This is an optimization exercise on Yosys and OpenROAD, whose aim is small area, a short achievable clock period and few clock cycles per item, not a production implementation. The RTL of this run was laid out without a check of its function.

==> flow/design.v <==
module cobbler_xu (
    input  wire        clk,
    input  wire        rst,
    input  wire        in_valid,
    output wire        in_ready,
    input  wire [31:0] in_insn,
    input  wire [31:0] in_pc,
    input  wire [31:0] in_a,
    input  wire [31:0] in_b,
    output wire        out_valid,
    input  wire        out_ready,
    output reg  [31:0] out_result,
    output reg         out_wen,
    output reg  [3:0]  out_rd,
    output reg  [31:0] out_npc,
    output reg         out_trap,
    output reg  [3:0]  out_cause,
    output reg  [31:0] out_eaddr
);
    localparam [1:0] S_IDLE = 2'd0, S_EXEC = 2'd1, S_DIV = 2'd2, S_DONE = 2'd3;
    localparam [3:0] CAUSE_ILLEGAL = 4'd1, CAUSE_ALIGN = 4'd3;
    localparam [5:0] OP_ALU = 6'h00, OP_ADDI = 6'h01, OP_ANDI = 6'h02, OP_ORI = 6'h03,
                     OP_XORI = 6'h04, OP_SLTI = 6'h05, OP_SHIFTI = 6'h06, OP_LUI = 6'h07,
                     OP_BEQ = 6'h10, OP_BNE = 6'h11, OP_BLT = 6'h12, OP_BGE = 6'h13,
                     OP_BLTU = 6'h14, OP_BGEU = 6'h15, OP_JAL = 6'h16, OP_JALR = 6'h17;
    localparam [13:0] FN_ADD = 14'd0, FN_SUB = 14'd1, FN_AND = 14'd2, FN_OR = 14'd3,
                      FN_XOR = 14'd4, FN_SHL = 14'd5, FN_SHR = 14'd6, FN_SRA = 14'd7,
                      FN_SLT = 14'd8, FN_SLTU = 14'd9, FN_MUL = 14'd10, FN_MULHU = 14'd11,
                      FN_MULHS = 14'd12, FN_DIVU = 14'd13, FN_REMU = 14'd14, FN_MIN = 14'd15,
                      FN_MAX = 14'd16, FN_CLZ = 14'd17, FN_POPC = 14'd18, FN_BSWAP = 14'd19;
    reg [1:0]  state;
    reg [31:0] insn_q, pc_q, a_q, b_q;
    assign in_ready  = (state == S_IDLE);
    assign out_valid = (state == S_DONE);
    wire [5:0]  op    = insn_q[31:26];
    wire [3:0]  rd    = insn_q[25:22];
    wire [3:0]  ra_f  = insn_q[21:18];
    wire [3:0]  rb_f  = insn_q[17:14];
    wire [13:0] fn    = insn_q[13:0];
    wire [17:0] imm18 = insn_q[17:0];
    wire [25:0] imm26 = insn_q[25:0];
    wire [31:0] simm  = {{14{imm18[17]}}, imm18};
    wire [31:0] zimm  = {14'd0, imm18};
    wire [31:0] boff  = {{12{imm18[17]}}, imm18, 2'b00};
    wire [31:0] joff  = {{4{imm26[25]}}, imm26, 2'b00};
    wire [31:0] pc4   = pc_q + 32'd4;
    wire signed [31:0] sa = a_q;
    wire signed [31:0] sb = b_q;
    wire [63:0] mul_uu = {32'd0, a_q} * {32'd0, b_q};
    wire signed [63:0] mul_ss = sa * sb;
    wire lt_s = (sa < sb);
    wire lt_u = (a_q < b_q);
    reg [5:0] clz;
    reg [5:0] popc;
    integer i;
    always @(*) begin
        clz = 6'd32;
        for (i = 0; i < 32; i = i + 1)
            if (a_q[i]) clz = 6'd31 - i[5:0];
        popc = 6'd0;
        for (i = 0; i < 32; i = i + 1)
            popc = popc + {5'd0, a_q[i]};
    end
    wire [1:0] shkind = imm18[6:5];
    wire [4:0] shamt  = imm18[4:0];
    reg [31:0] div_rem, div_quo;
    reg [5:0]  div_cnt;
    wire [32:0] div_part  = {div_rem, div_quo[31]};
    wire [33:0] div_trial = {1'b0, div_part} - {2'b00, b_q};
    wire        div_fits  = ~div_trial[33];
    reg        x_illegal;
    reg        x_align;
    reg        x_wen;
    reg [3:0]  x_rd;
    reg [31:0] x_result;
    reg [31:0] x_npc;
    reg        x_is_div;
    reg        x_taken;
    reg [31:0] x_target;
    always @(*) begin
        x_illegal = 1'b0;
        x_align   = 1'b0;
        x_wen     = 1'b0;
        x_rd      = rd;
        x_result  = 32'd0;
        x_npc     = pc4;
        x_is_div  = 1'b0;
        x_taken   = 1'b0;
        x_target  = pc_q + boff;
        case (op)
            OP_ALU: begin
                x_wen = 1'b1;
                case (fn)
                    FN_ADD:   x_result = a_q + b_q;
                    FN_SUB:   x_result = a_q - b_q;
                    FN_AND:   x_result = a_q & b_q;
                    FN_OR:    x_result = a_q | b_q;
                    FN_XOR:   x_result = a_q ^ b_q;
                    FN_SHL:   x_result = a_q << b_q[4:0];
                    FN_SHR:   x_result = a_q >> b_q[4:0];
                    FN_SRA:   x_result = sa >>> b_q[4:0];
                    FN_SLT:   x_result = {31'd0, lt_s};
                    FN_SLTU:  x_result = {31'd0, lt_u};
                    FN_MUL:   x_result = mul_uu[31:0];
                    FN_MULHU: x_result = mul_uu[63:32];
                    FN_MULHS: x_result = mul_ss[63:32];
                    FN_DIVU:  x_is_div = 1'b1;
                    FN_REMU:  x_is_div = 1'b1;
                    FN_MIN:   x_result = lt_s ? a_q : b_q;
                    FN_MAX:   x_result = lt_s ? b_q : a_q;
                    FN_CLZ:   begin x_result = {26'd0, clz};  x_illegal = (rb_f != 4'd0); end
                    FN_POPC:  begin x_result = {26'd0, popc}; x_illegal = (rb_f != 4'd0); end
                    FN_BSWAP: begin
                        x_result  = {a_q[7:0], a_q[15:8], a_q[23:16], a_q[31:24]};
                        x_illegal = (rb_f != 4'd0);
                    end
                    default:  x_illegal = 1'b1;
                endcase
            end
            OP_ADDI: begin x_wen = 1'b1; x_result = a_q + simm; end
            OP_ANDI: begin x_wen = 1'b1; x_result = a_q & zimm; end
            OP_ORI:  begin x_wen = 1'b1; x_result = a_q | zimm; end
            OP_XORI: begin x_wen = 1'b1; x_result = a_q ^ zimm; end
            OP_SLTI: begin x_wen = 1'b1; x_result = {31'd0, (sa < $signed(simm))}; end
            OP_SHIFTI: begin
                x_wen = 1'b1;
                x_illegal = (imm18[17:7] != 11'd0) || (shkind == 2'd3);
                case (shkind)
                    2'd0:    x_result = a_q << shamt;
                    2'd1:    x_result = a_q >> shamt;
                    default: x_result = sa >>> shamt;
                endcase
            end
            OP_LUI: begin
                x_wen = 1'b1;
                x_result = {imm18, 14'd0};
                x_illegal = (ra_f != 4'd0);
            end
            OP_BEQ:  x_taken = (a_q == b_q);
            OP_BNE:  x_taken = (a_q != b_q);
            OP_BLT:  x_taken = lt_s;
            OP_BGE:  x_taken = ~lt_s;
            OP_BLTU: x_taken = lt_u;
            OP_BGEU: x_taken = ~lt_u;
            OP_JAL: begin
                x_wen    = 1'b1;
                x_rd     = 4'd15;
                x_result = pc4;
                x_taken  = 1'b1;
                x_target = pc_q + joff;
            end
            OP_JALR: begin
                x_wen    = 1'b1;
                x_result = pc4;
                x_taken  = 1'b1;
                x_target = a_q + simm;
                x_align  = (x_target[1:0] != 2'b00);
            end
            default: x_illegal = 1'b1;
        endcase
        if (x_taken)
            x_npc = x_target;
        if (x_rd == 4'd0)
            x_wen = 1'b0;
    end
    always @(posedge clk) begin
        if (rst) begin
            state <= S_IDLE;
        end else begin
            case (state)
                S_IDLE: begin
                    if (in_valid) begin
                        insn_q <= in_insn;
                        pc_q   <= in_pc;
                        a_q    <= in_a;
                        b_q    <= in_b;
                        state  <= S_EXEC;
                    end
                end
                S_EXEC: begin
                    if (x_is_div) begin
                        div_rem <= 32'd0;
                        div_quo <= a_q;
                        div_cnt <= 6'd0;
                        state   <= S_DIV;
                    end else begin
                        state <= S_DONE;
                    end
                end
                S_DIV: begin
                    if (div_fits) begin
                        div_rem <= div_trial[31:0];
                        div_quo <= {div_quo[30:0], 1'b1};
                    end else begin
                        div_rem <= div_part[31:0];
                        div_quo <= {div_quo[30:0], 1'b0};
                    end
                    div_cnt <= div_cnt + 6'd1;
                    if (div_cnt == 6'd31)
                        state <= S_DONE;
                end
                S_DONE: begin
                    if (out_ready)
                        state <= S_IDLE;
                end
            endcase
        end
    end
    wire load_out = (state == S_EXEC && !x_is_div) || (state == S_DIV && div_cnt == 6'd31);
    wire [31:0] div_rem_next = div_fits ? div_trial[31:0] : div_part[31:0];
    wire [31:0] div_quo_next = {div_quo[30:0], div_fits};
    always @(posedge clk) begin
        if (load_out) begin
            out_wen   <= x_wen & ~x_illegal & ~x_align;
            out_rd    <= x_rd;
            out_trap  <= x_illegal | x_align;
            out_cause <= x_illegal ? CAUSE_ILLEGAL : (x_align ? CAUSE_ALIGN : 4'd0);
            out_eaddr <= x_illegal ? insn_q : (x_align ? x_target : 32'd0);
            out_npc   <= (x_illegal | x_align) ? pc_q : x_npc;
            if (state == S_DIV)
                out_result <= (fn == FN_DIVU) ? ((b_q == 32'd0) ? 32'hFFFF_FFFF : div_quo_next)
                                              : ((b_q == 32'd0) ? a_q : div_rem_next);
            else
                out_result <= (x_illegal | x_align) ? 32'd0 : x_result;
        end
    end
endmodule
==> flow/run.sh <==
#!/bin/bash
# synth_recipe.tcl (not shown) runs the flow's synth.tcl, then flattens the netlist and writes it again
# the make line also repeats each setting of config.mk as NAME=value (left out here)
make -C /OpenROAD-flow-scripts/flow DESIGN_CONFIG=/design/flow/config.mk WORK_HOME=/design/flow/orfs CLKGATE_MAP_FILE= SYNTH_SCRIPT=/design/flow/synth_recipe.tcl finish
==> flow/config.mk <==
export PLATFORM = sky130hd
export DESIGN_NAME = cobbler_xu
export DESIGN_NICKNAME = cobbler_xu
export VERILOG_FILES = /design/flow/design.v
export SDC_FILE = /design/flow/constraint.sdc
export NUM_CORES = 4
export LEC_CHECK = 0
export CAP_MARGIN = 30
export CORE_MARGIN = 2
export CORE_UTILIZATION = 30
export SLEW_MARGIN = 30
==> flow/constraint.sdc <==
create_clock -name core_clock -period 12.0 [get_ports {clk}]
set_input_delay 2.4000 -clock core_clock [delete_from_list [all_inputs] [get_ports {clk}]]
set_output_delay 2.4000 -clock core_clock [all_outputs]
set_load 0.01 [all_outputs]
==> run notes <==
## logic make-up (layout without fill, tap and decap cells)
logic type	count (synthesis)	count (layout)	share of synthesized area (%)
compound gates	1893	1893	14.7
xor+xnor	211	211	2.18
fa+ha+maj	2140	2140	45.0
buf+inv	2287	2324	10.2
flops	304	304	10.8
mux	196	196	3.35
other cells	1	45	0.00443
simple gates	2713	2713	13.8
## cells in the mapped netlist (121+ instances only)
cell type	count
nand2_1	981
buf_1	121
clkbuf_1	428
inv_1	1665
fa_1	1500
ha_1	640
edfxtp_1	302
o21ai_0	444
xnor2_1	131
nor3_1	135
a21oi_1	507
nor2_1	1051
## area by class of cell
class / count / area, sq um
fillers: 29200 / 186000
multi-input cells: 7155 / 67000
flip-flops and latches: 304 / 9110
inverters: 1698 / 6380
repair buffers: 547 / 4780
well taps: 3724 / 4660
clock buffers: 48 / 1090
clock inverters: 31 / 402
diodes: 43 / 108
## worst max path at each step
stage	cells past startpoint	slack [ns]	to	from
final	28	1.19	out_result[16]	b_q[11]
after global routing	28	1.00	out_result[16]	b_q[11]
after CTS	28	1.50	out_result[16]	b_q[11]
after detailed placement	27	1.52	out_result[16]	a_q[27]
after global placement	26	1.46	out_result[22]	a_q[22]
after floorplan	34	2.58	out_result[30]	b_q[3]
## cells in the final DEF, fill, tap and decap left out, drive strengths merged, types with 33 or more instances in the layout
| cell | netlist | routed |
|---|---|---|
| or3 | 42 | 42 |
| mux4 | 67 | 67 |
| fa | 1500 | 1500 |
| nand2 | 981 | 981 |
| nand4 | 71 | 71 |
| o21ai | 451 | 451 |
| a21o | 109 | 109 |
| clkbuf | 429 | 48 |
| a22oi | 33 | 33 |
| xor2 | 80 | 80 |
| nor2b | 49 | 49 |
| o21a | 47 | 47 |
| a221oi | 76 | 76 |
| o31ai | 33 | 33 |
| o211ai | 71 | 71 |
| clkinv | 27 | 35 |
| a31oi | 60 | 60 |
| o221ai | 54 | 54 |
| ha | 640 | 640 |
| and3 | 42 | 42 |
| inv | 1671 | 1682 |
| nand3 | 117 | 117 |
| buf | 160 | 310 |
| a21oi | 508 | 508 |
| mux2i | 104 | 104 |
| o21bai | 33 | 33 |
| o22ai | 41 | 41 |
| nor2 | 1053 | 1053 |
| clkdlybuf4s50 | 0 | 237 |
| xnor2 | 131 | 131 |
| nor3 | 136 | 136 |
| nand2b | 46 | 46 |
| a211oi | 85 | 85 |
| diode | 0 | 43 |
| edfxtp | 302 | 302 |
| nor4 | 52 | 52 |
| and2 | 34 | 34 |
## per-layer routing
metal / track usage, % / routed length (microns)
met5: 0.566 / 478
met4: 16.2 / 29100
met3: 10.7 / 57900
met2: 39.9 / 167000
met1: 37.8 / 163000
## stage by stage
step / cells / setup slack (ns) / hold WS, ns / util (%)
after floorplan: 9746 / 2.58 / 0.488 / -
after global placement: 13400 / 1.46 / 0.530 / 32.8
after detailed placement: 13400 / 1.52 / 0.530 / 32.8
after CTS: 13500 / 1.50 / 0.545 / 33.4
after global routing: 13500 / 1.00 / 0.585 / 33.4
final: 13600 / 1.19 / 0.541 / 33.4
## tightest hold or removal path, cell delays in order (launching register included)
cell and delay, ns:
dfxtp_1 0.35, o31ai_1 0.08, a21oi_1 0.06
## flip-flops by register name, indices dropped and copies added (netlist names)
| name | count |
|---|---|
| a_q | 32 |
| b_q | 32 |
| div_cnt | 6 |
| div_quo | 32 |
| div_rem | 32 |
| insn_q | 32 |
| out_cause | 2 |
| out_eaddr | 32 |
| out_npc | 32 |
| out_rd | 4 |
| out_result | 32 |
| out_trap | 1 |
| out_wen | 1 |
| pc_q | 32 |
| state | 2 |
==> metrics.md <==
| Metric | Value |
|---|---|
| R2R setup slack | 1.19 ns |
| CTS max path bufs | 3 |
| Worst setup path class | flop to flop |
| Clock sinks | 304 |
| Clock latency on the worst-skew pair | 0.71 ns |
| FF-to-FF End | out_result[16] |
| Die Footprint | 286000 sq um |
| DR WL/cell | 30.8 microns |
| #FFs+latches synth | 304 |
| Total CTS buffers | 43 |
| Drt pass-1 iters | 10 |
| Final Max Tran Viols | 0 |
| CP Data Arrival Time | 11.25 ns |
| Setup TNS | 0 ns |
| Critical path capture point type | flop |
| CTS tree | built |
| Mapped Cells | 9745 |
| Vias per cell | 5.81 |
| Layout Skew | 0.0407 ns |
| Final wirelength | 417000 microns |
| Row count | 194 |
| CTS resizes | 0 |
| Slew margin rel. | 15.0% |
| Core area | 280000 sq um |
| Post-CTS Setup Repair Bufs | 0 |
| Vias | 78.8k |
| Worst-path fanout max | 15 |
| Minimum clock period | 10.81 ns |
| Die height | 535 microns |
| Status | complete, no violations |
| Most common cell on crit path | fa_1 |
| CP Data Required Time | 12.44 ns |
| Largest net degree at the start of global routing | 75 |
| WP buf/inv | 6 |
| Worst R2R Path Depth | 28 |
| Layout Nets | 12.0k |
| Initial antenna violation count | 47 |
| Largest area contributor in the netlist | fa_1 |
| DP HPWL | 328000 microns |
| Htree depth | 2 |
| Post-route ant nets | 0 |
| Mapped Avg Cell Area | 8.68 sq um |
| Vias in the first global route | 76.3k |
| Min-Delay Endpoint | state[0] |
| Root Buffer Master | clkbuf_16 |
| CP Launch Type | flop |
| All-layer global routing usage | 28.6% |
| Netlist cell types | 99 |
| Dpl cell area | 91900 sq um |
| DR DRC count | 0 |
| Cell family with most CP delay | adder cells |
| Synthesized area | 84600 sq um |
| Remaining global-route overflow | 0 |
| Max stage delay on crit path | 0.72 ns |
| Iter 0 DRT Violations | 11.8k |
| Slew @ Worst Pin | 1.28 ns |
| Hold path cells | 2 |
| Reg-to-Reg Start | b_q[11] |
| Slowest-stage cell, CP | inv_1 |
| Top FF cell, synth | edfxtp_1 |
| Area grow syn2layout | 10.6% |
| Final-report setup violation count | 0 |
| Max-Cap Viols | 0 |
| Ports | 240 |
| Hold_buf cts | 0 |
| Initial core utilization | 30.2% |
| Maximum clock rate | 92.5 MHz |
| Final period util | 90.1% |
| Sequential share of the synthesized area | 10.8% |
| Hold path start | state[0] |
| First-pass GRT wire length | 585000 microns |
| Post-synth EDFFs | 302 |
| CTS clk-pin slew, worst paths | 0.07 ns |
| Die width | 535 microns |
| Unrepaired setup endpoints after global routing | false |
| Min-delay worst type | flop to flop |
| Main area contributors after synthesis | fa_1 35%, edfxtp_1 11%, ha_1 9.5% |
| Top cell type's share of synthesized area | 35.5% |
| PortBufs | 237 |
| Hold Vio Cnt, Final | 0 |
| Async set-or-reset flop fraction in the synthesized netlist | 0% |
| Yosys warns | 1 |
| Final Instance Area | 93500 sq um |
| Layout cells sized above 1 | 5.92% |
| Final Wtd Congestion | 1.09 |

==> what the ideal ports hide <==
Ports are ideal in the flow. The routed layout listed here was re-timed in OpenROAD. Step 1 assumes that a clkbuf_16 drives the clock port and a buf_2 every other input. Step 2, shift: input delay + t, output delay - t, t = (earliest + latest rising clock arrival at the registers) / 2. This alone moves slack from input paths to output paths. Slacks: ideal ports / drivers / drivers and shift; pairs: ideal ports / drivers.
t (ns): 0.783
setup slack, ns: 1.190 / 1.190 / 1.190
worst setup path at the end: register to register
After both steps setup and hold are still met in this run. For this run, drivers alone change the setup slack by 0.000 ns; drivers and shift together by 0.000 ns.
